Source: an optimization exercise on an open RTL-to-GDS flow (aim: small area, a short achievable clock period and few clock cycles per item). Production flows keep margins and buffers that such runs may drop. Function was checked by simulation only, so behaviour that the tests miss may differ from the original.

==> inputs of v13 <==
// servo_loop
module servo_loop (
    input  wire         clk,
    input  wire         rst,
    input  wire         in_valid,
    output wire         in_ready,
    input  wire         fb_ok,
    input  wire [31:0]  posa,
    input  wire [31:0]  vel_fb,
    input  wire [31:0]  qref,
    input  wire [31:0]  vref,
    input  wire [15:0]  tff,
    input  wire         en,
    input  wire [14:0]  safe_lim,
    input  wire         pv2,
    input  wire [3:0]   shp,
    input  wire [3:0]   shv,
    input  wire [15:0]  kp,
    input  wire [3:0]   kp_e,
    input  wire [15:0]  kv,
    input  wire [3:0]   kv_e,
    input  wire [15:0]  ki,
    input  wire [3:0]   ki_e,
    input  wire [14:0]  ilim,
    input  wire [14:0]  trq_lim,
    input  wire [1:0]   ff_mode,
    input  wire [319:0] bq_coef,
    output reg          out_valid,
    output reg  [15:0]  trq,
    output reg  [15:0]  tlim,
    output reg          sat,
    output reg          clamped
);
    function [15:0] sat16;
        input [39:0] v;
        begin
            if ($signed(v) > 40'sd32767)
                sat16 = 16'h7FFF;
            else if ($signed(v) < -40'sd32768)
                sat16 = 16'h8000;
            else
  ...
Settings: LEC_CHECK=0, ABC_AREA=1, CAP_MARGIN=20, CORE_MARGIN=2, CORE_UTILIZATION=60, PLACE_DENSITY=0.7, SLEW_MARGIN=20; clock period 17.0 ns.
run.sh (not shown) runs the stock make flow with config.mk's settings and CLKGATE_MAP_FILE= SYNTH_SCRIPT=/design/flow/synth_recipe.tcl, a recipe that flattens the netlist after the stock synthesis.
==> v3: changes against v13 <==
--- a/flow/design.v
+++ b/flow/design.v
@@ -84,22 +84,16 @@
     reg  [3:0]  kp_s, kv_s, ki_s;
     reg  [14:0] ilim_r;
     reg         ffm1_r;
     wire [1:0]  miss_inc = (miss == 2'd3) ? 2'd3 : miss + 2'd1;
     wire [31:0] perr_a   = qref - posa;
     wire [31:0] perr_b   = qref - pos_pred;
-    wire [31:0] pa_sh    = $signed(perr_a) >>> shp;
-    wire [31:0] pb_sh    = $signed(perr_b) >>> shp;
-    wire [31:0] va_sh    = $signed(vel_fb) >>> shv;
-    wire [31:0] vb_sh    = $signed(vl) >>> shv;
-    wire [15:0] ep_a     = sat16({{8{pa_sh[31]}}, pa_sh});
-    wire [15:0] ep_b     = sat16({{8{pb_sh[31]}}, pb_sh});
-    wire [15:0] vfb_a    = sat16({{8{va_sh[31]}}, va_sh});
-    wire [15:0] vfb_b    = sat16({{8{vb_sh[31]}}, vb_sh});
-    wire        f1s_a    = is_sat16({{8{pa_sh[31]}}, pa_sh}) || is_sat16({{8{va_sh[31]}}, va_sh});
-    wire        f1s_b    = is_sat16({{8{pb_sh[31]}}, pb_sh}) || is_sat16({{8{vb_sh[31]}}, vb_sh});
+    wire [31:0] perr     = fb_ok ? perr_a : perr_b;
+    wire [31:0] vel_now  = fb_ok ? vel_fb : vl;
+    wire [31:0] perr_sh  = $signed(perr) >>> shp;
+    wire [31:0] vel_sh   = $signed(vel_now) >>> shv;
     wire [31:0] vref_sh  = $signed(vref) >>> shv;
     wire [14:0] lim_eff  = (trq_lim < safe_lim) ? trq_lim : safe_lim;
     reg  [15:0] f1_vfb, f1_vff, f1_tff;
     reg         f1_sat, f1_hold, f1_tffo, f1_en;
     reg  [14:0] f1_lim;
     reg  [15:0] m1_a;            
@@ -208,35 +202,34 @@
     wire        p_act    = p_req || (p_fresh != 4'd0);
     wire [1:0]  pb       = p_req ? p_b : p_fresh[0] ? 2'd0 :
                            p_fresh[1] ? 2'd1 : p_fresh[2] ? 2'd2 : 2'd3;
     wire [1:0]  pb_next  = c_act ? cb : fresh ? 2'd0 :
                            p_fresh[0] ? 2'd1 : p_fresh[1] ? 2'd2 : 2'd3;
     wire [33:0] p_new;
-    reg  [15:0] p_x1, p_x2, p_y1, p_y2;
-    reg         p_zero;          
-    servo_mac_p u_mp (.a0(p_coef[15:0]),  .b0(p_x1),
-                      .a1(p_coef[31:16]), .b1(p_x2),
-                      .a2(p_coef[47:32]), .b2(p_y1),
-                      .a3(p_coef[63:48]), .b3(p_y2),
+    servo_mac_p u_mp (.a0(p_coef[15:0]),  .b0(bx1[pb]),
+                      .a1(p_coef[31:16]), .b1(bx2[pb]),
+                      .a2(p_coef[47:32]), .b2(by1[pb]),
+                      .a3(p_coef[63:48]), .b3(by2[pb]),
                       .y(p_new));
     always @(posedge clk) begin
         c_b0   <= bq_coef[cb_next*80 +: 16];
         p_coef <= bq_coef[pb_next*80 + 16 +: 64];
         kv_r   <= kv;
         kp_s   <= 4'd15 - kp_e;
         kv_s   <= 4'd15 - kv_e;
         ki_s   <= 4'd15 - ki_e;
         ilim_r <= ilim;
         ffm1_r <= ff_mode[1];
-        m1_a    <= !acc_s ? m2_a : fb_ok ? ep_a : ep_b;
+        m1_a    <= acc_s ? sat16({{8{perr_sh[31]}}, perr_sh}) : m2_a;
         m1_g    <= acc_s ? kp : ki;
         f1_tffo <= !fb_ok && (miss_inc == 2'd3);
         f1_hold <= !fb_ok;
-        f1_vfb  <= fb_ok ? vfb_a : vfb_b;
+        f1_vfb  <= sat16({{8{vel_sh[31]}}, vel_sh});
         f1_vff  <= ff_mode[0] ? sat16({{8{vref_sh[31]}}, vref_sh}) : 16'd0;
-        f1_sat  <= (fb_ok ? f1s_a : f1s_b) ||
+        f1_sat  <= is_sat16({{8{perr_sh[31]}}, perr_sh}) ||
+                   is_sat16({{8{vel_sh[31]}}, vel_sh}) ||
                    (ff_mode[0] && is_sat16({{8{vref_sh[31]}}, vref_sh}));
         f1_tff  <= tff;
         f1_en   <= en;
         f1_lim  <= lim_eff;
         s2_pk   <= m1_p;
         s2_vfb  <= f1_vfb;
@@ -293,17 +286,12 @@
             c_tgt  <= f6_tgt;
             c_tlt  <= f6_tlt;
         end
         c_y   <= c_yn;
         c_sat <= y_sat;
         p_b    <= cb;
-        p_x1   <= c_act ? cx : bx1[pb_next];
-        p_x2   <= c_act ? bx1[pb_next] : bx2[pb_next];
-        p_y1   <= c_act ? c_yn : by1[pb_next];
-        p_y2   <= c_act ? by1[pb_next] : by2[pb_next];
-        p_zero <= c_act && !y_en;
         o_x   <= x_fin;
         o_lim <= y_lim;
         o_gt  <= y_gt;
         o_lt  <= y_lt;
         o_en  <= y_en;
         o_sat <= y_sat;
@@ -400,13 +388,13 @@
                     end
                 end
             end
             p_fresh <= fresh ? 4'b0001 : {p_fresh[2:0], 1'b0};
             p_req   <= c_act;
             if (p_act)
-                pr[pb] <= p_zero ? 34'd0 : p_new;
+                pr[pb] <= p_new;
             if (c_act && c_last && !y_en) begin
                 for (i = 0; i < 4; i = i + 1)
                     pr[i] <= 34'd0;
             end
         end
     end
==> flow/config.mk (replaced) <==
export PLATFORM = sky130hd
export DESIGN_NAME = servo_loop
export DESIGN_NICKNAME = servo_loop
export VERILOG_FILES = /design/flow/design.v
export SDC_FILE = /design/flow/constraint.sdc
export NUM_CORES = 4
export LEC_CHECK = 0
export CAP_MARGIN = 20
export CORE_MARGIN = 2
export CORE_UTILIZATION = 55
export PLACE_DENSITY = 0.68
export SLEW_MARGIN = 20
==> v30: changes against v13 <==
--- a/flow/design.v
+++ b/flow/design.v
@@ -57,13 +57,13 @@
             else
                 sgn16 = 2'b01;
         end
     endfunction
     integer i;
     reg  [2:0]  since;           
-    reg         v2, v3, v4, v5, v6, v7;
+    reg         v1, v2, v3, v4, v5, v6, v7;
     reg  [2:0]  inflight;
     reg         be_busy;         
     reg  [1:0]  be_b;
     reg         o_v;             
     assign in_ready = (since == 3'd4) || (since == 3'd2 && !pv2);
     wire acc_s = in_valid && in_ready;
@@ -82,25 +82,23 @@
     reg  [33:0] pr  [0:3];       
     reg  [15:0] kv_r;
     reg  [3:0]  kp_s, kv_s, ki_s;
     reg  [14:0] ilim_r;
     reg         ffm1_r;
     wire [1:0]  miss_inc = (miss == 2'd3) ? 2'd3 : miss + 2'd1;
-    wire [31:0] perr_a   = qref - posa;
-    wire [31:0] perr_b   = qref - pos_pred;
-    wire [31:0] pa_sh    = $signed(perr_a) >>> shp;
-    wire [31:0] pb_sh    = $signed(perr_b) >>> shp;
-    wire [31:0] va_sh    = $signed(vel_fb) >>> shv;
-    wire [31:0] vb_sh    = $signed(vl) >>> shv;
-    wire [15:0] ep_a     = sat16({{8{pa_sh[31]}}, pa_sh});
-    wire [15:0] ep_b     = sat16({{8{pb_sh[31]}}, pb_sh});
-    wire [15:0] vfb_a    = sat16({{8{va_sh[31]}}, va_sh});
-    wire [15:0] vfb_b    = sat16({{8{vb_sh[31]}}, vb_sh});
-    wire        f1s_a    = is_sat16({{8{pa_sh[31]}}, pa_sh}) || is_sat16({{8{va_sh[31]}}, va_sh});
-    wire        f1s_b    = is_sat16({{8{pb_sh[31]}}, pb_sh}) || is_sat16({{8{vb_sh[31]}}, vb_sh});
-    wire [31:0] vref_sh  = $signed(vref) >>> shv;
+    reg         s_fb_ok, s_en;
+    reg  [31:0] s_posa, s_vel, s_qref, s_vref;
+    reg  [15:0] s_tff;
+    reg  [14:0] s_lim;
+    wire [31:0] perr_a   = s_qref - s_posa;
+    wire [31:0] perr_b   = s_qref - pos_pred;
+    wire [31:0] perr     = s_fb_ok ? perr_a : perr_b;
+    wire [31:0] vel_now  = s_fb_ok ? s_vel : vl;
+    wire [31:0] perr_sh  = $signed(perr) >>> shp;
+    wire [31:0] vel_sh   = $signed(vel_now) >>> shv;
+    wire [31:0] vref_sh  = $signed(s_vref) >>> shv;
     wire [14:0] lim_eff  = (trq_lim < safe_lim) ? trq_lim : safe_lim;
     reg  [15:0] f1_vfb, f1_vff, f1_tff;
     reg         f1_sat, f1_hold, f1_tffo, f1_en;
     reg  [14:0] f1_lim;
     reg  [15:0] m1_a;            
     reg  [15:0] m1_g;            
@@ -224,23 +222,32 @@
         kv_r   <= kv;
         kp_s   <= 4'd15 - kp_e;
         kv_s   <= 4'd15 - kv_e;
         ki_s   <= 4'd15 - ki_e;
         ilim_r <= ilim;
         ffm1_r <= ff_mode[1];
-        m1_a    <= !acc_s ? m2_a : fb_ok ? ep_a : ep_b;
-        m1_g    <= acc_s ? kp : ki;
-        f1_tffo <= !fb_ok && (miss_inc == 2'd3);
-        f1_hold <= !fb_ok;
-        f1_vfb  <= fb_ok ? vfb_a : vfb_b;
+        s_fb_ok <= fb_ok;
+        s_en    <= en;
+        s_posa  <= posa;
+        s_vel   <= vel_fb;
+        s_qref  <= qref;
+        s_vref  <= vref;
+        s_tff   <= tff;
+        s_lim   <= lim_eff;
+        m1_a    <= v1 ? sat16({{8{perr_sh[31]}}, perr_sh}) : m2_a;
+        m1_g    <= v1 ? kp : ki;
+        f1_tffo <= !s_fb_ok && (miss_inc == 2'd3);
+        f1_hold <= !s_fb_ok;
+        f1_vfb  <= sat16({{8{vel_sh[31]}}, vel_sh});
         f1_vff  <= ff_mode[0] ? sat16({{8{vref_sh[31]}}, vref_sh}) : 16'd0;
-        f1_sat  <= (fb_ok ? f1s_a : f1s_b) ||
+        f1_sat  <= is_sat16({{8{perr_sh[31]}}, perr_sh}) ||
+                   is_sat16({{8{vel_sh[31]}}, vel_sh}) ||
                    (ff_mode[0] && is_sat16({{8{vref_sh[31]}}, vref_sh}));
-        f1_tff  <= tff;
-        f1_en   <= en;
-        f1_lim  <= lim_eff;
+        f1_tff  <= s_tff;
+        f1_en   <= s_en;
+        f1_lim  <= s_lim;
         s2_pk   <= m1_p;
         s2_vfb  <= f1_vfb;
         s2_vff  <= f1_vff;
         s2_sat  <= f1_sat;
         s2_hold <= f1_hold;
         s2_tffo <= f1_tffo;
@@ -318,12 +325,13 @@
             clamped <= 1'b0;
         end
     end
     always @(posedge clk) begin
         if (rst) begin
             since     <= 3'd4;
+            v1        <= 1'b0;
             v2        <= 1'b0;
             v3        <= 1'b0;
             v4        <= 1'b0;
             v5        <= 1'b0;
             v6        <= 1'b0;
             v7        <= 1'b0;
@@ -347,33 +355,35 @@
                 bx2[i] <= 16'd0;
                 by1[i] <= 16'd0;
                 by2[i] <= 16'd0;
                 pr[i]  <= 34'd0;
             end
         end else begin
-            v2 <= acc_s;
+            v1 <= acc_s;
+            v2 <= v1;
             v3 <= v2;
             v4 <= v3;
             v5 <= v4;
             v6 <= v5;
             v7 <= v6;
             inflight <= inflight + (acc_s ? 3'd1 : 3'd0) - (o_v ? 3'd1 : 3'd0);
             pos_pred <= pl + extn[39:8];
-            if (acc_s) begin
+            if (acc_s)
                 since <= 3'd1;
-                if (fb_ok) begin
+            else if (since != 3'd4)
+                since <= since + 3'd1;
+            if (v1) begin
+                if (s_fb_ok) begin
                     miss <= 2'd0;
-                    pl   <= posa;
-                    vl   <= vel_fb;
-                    extn <= {{8{vel_fb[31]}}, vel_fb};
+                    pl   <= s_posa;
+                    vl   <= s_vel;
+                    extn <= {{8{s_vel[31]}}, s_vel};
                 end else begin
                     miss <= miss_inc;
                     extn <= extn + {{8{vl[31]}}, vl};
                 end
-            end else if (since != 3'd4) begin
-                since <= since + 3'd1;
             end
             if (c_act) begin
                 bx2[cb] <= bx1[cb];
                 bx1[cb] <= cx;
                 by2[cb] <= by1[cb];
                 by1[cb] <= c_yn;
==> notes <==
v3 produced a clean layout. v30 completed with no timing, DRC or antenna violations. v13 completed with no timing, DRC or antenna violations. Of v13 and v30, v13 has the higher synthesized cell count (gap 4.2%, measured against v30). Via count: v13 > v30 > v3. The highest cell area belongs to v13, the lowest to v3. Register-to-register slack: v30 > v13 > v3. The highest final cell count belongs to v13, the lowest to v3. Count of clock-buffer cells in the layout, highest first: v30, v13, v3. The lowest die area belongs to v30, the highest to v13. Hold slack, lowest first: v30, v13, v3.
Testbench counts of v13, summed over its fixed seeds: cycles 30,123, items 9,600.
Testbench counts of v3, summed over its fixed seeds: cycles 30,123, items 9,600.
Testbench counts of v30, summed over its fixed seeds: cycles 30,219, items 9,600.

* * *

==> inputs of run a <==
servo_loop, a different RTL version from the one above (not shown whole).
make LEC_CHECK=0 ABC_AREA=1 CAP_MARGIN=20 CORE_MARGIN=2 CORE_UTILIZATION=45 PLACE_DENSITY=0.58 SLEW_MARGIN=20 finish   # period 17.0 ns
==> run b (differences from run a) <==
- CORE_UTILIZATION: 45 -> 50
- PLACE_DENSITY: 0.58 -> 0.62
==> notes <==
Between run a and run b, the lower worst setup slack is in run a (gap 0.51 ns). Run b completed with no timing, DRC or antenna violations. Run a ran to the end with no violations. Between run a and run b, the lower non-clock buffer count is in run b (gap 26). Between run a and run b, the lower die area is in run b (gap 11%, measured against run b). Against run b, the clock-buffer cell count of run a is higher by 3. Synthesized cell count is the same in run b and run a. In area after synthesis, run a and run b do not differ.
==> figures <==
| item | run b | run a |
|---|---|---|
| Result of the run | complete, no violations | complete, no violations |
| Area of the die | 0.2753 mm² | 0.3057 mm² |
| Worst setup startpoint | v7$_SDFF_PP0_ | upd_r$_DFF_P_ |
| CP max-delay cell | sky130_fd_sc_hd__nor2_1 | sky130_fd_sc_hd__nand2_1 |
| Half-perimeter wire length after detailed placement | 413600 µm | 423900 µm |
| Placed cell count | 21.72k | 22.13k |
| Min Clock Period, post-route | 8.286 ns | 8.792 ns |
| Ant. Diodes | 39 | 54 |
| Depth of the worst register-to-register path | 16 | 32 |
| Part of the cycle the worst path needs | 0.4874 | 0.5172 |
| Clk slew on worst S/H paths | 0.06 ns | 0.07 ns |
| Signal buffers share of area | 0.04908 | 0.05028 |
Testbench counts of run a, summed over its fixed seeds: cycles 30,219, items 9,600.
Testbench counts of run b, summed over its fixed seeds: cycles 30,219, items 9,600.

-- what the ideal ports hide --
How much do the figures lean on ideal ports? The routed layouts below were timed once more, with nothing changed but the port constraints. Step 1 sets driving cells, clkbuf_16 on the clock port and buf_2 on the other inputs (assumed; they add their load-dependent delay and slew). Step 2 adds t to the input delays and takes it off the output delays; t is the mean of the earliest and latest rising clock arrival at the registers after step 1. Input paths then give back, and output paths get back, about the clock's delay inside the block. a / b / c = ideal ports / drivers / drivers and shift; a / b = the first two.
run | t (ns) | slack for setup (ns) | worst setup path at the end | clock arrival spread, ns | worst data-port slew with drivers (ns)
v13 | 0.922 | 7.858 / 7.858 / 7.858 | register to register | 0.075 / 0.075 | 0.29
v3 | 0.923 | 5.639 / 5.639 / 5.639 | register to register | 0.079 / 0.079 | 0.08
v30 | 0.952 | 8.072 / 8.072 / 8.072 | register to register | 0.096 / 0.096 | 0.30
run a | 0.964 | 8.208 / 8.208 / 8.208 | register to register | 0.144 / 0.143 | 0.30
run b | 0.938 | 8.714 / 8.714 / 8.714 | register to register | 0.124 / 0.125 | 0.28
After both steps setup and hold are still met in every run listed.
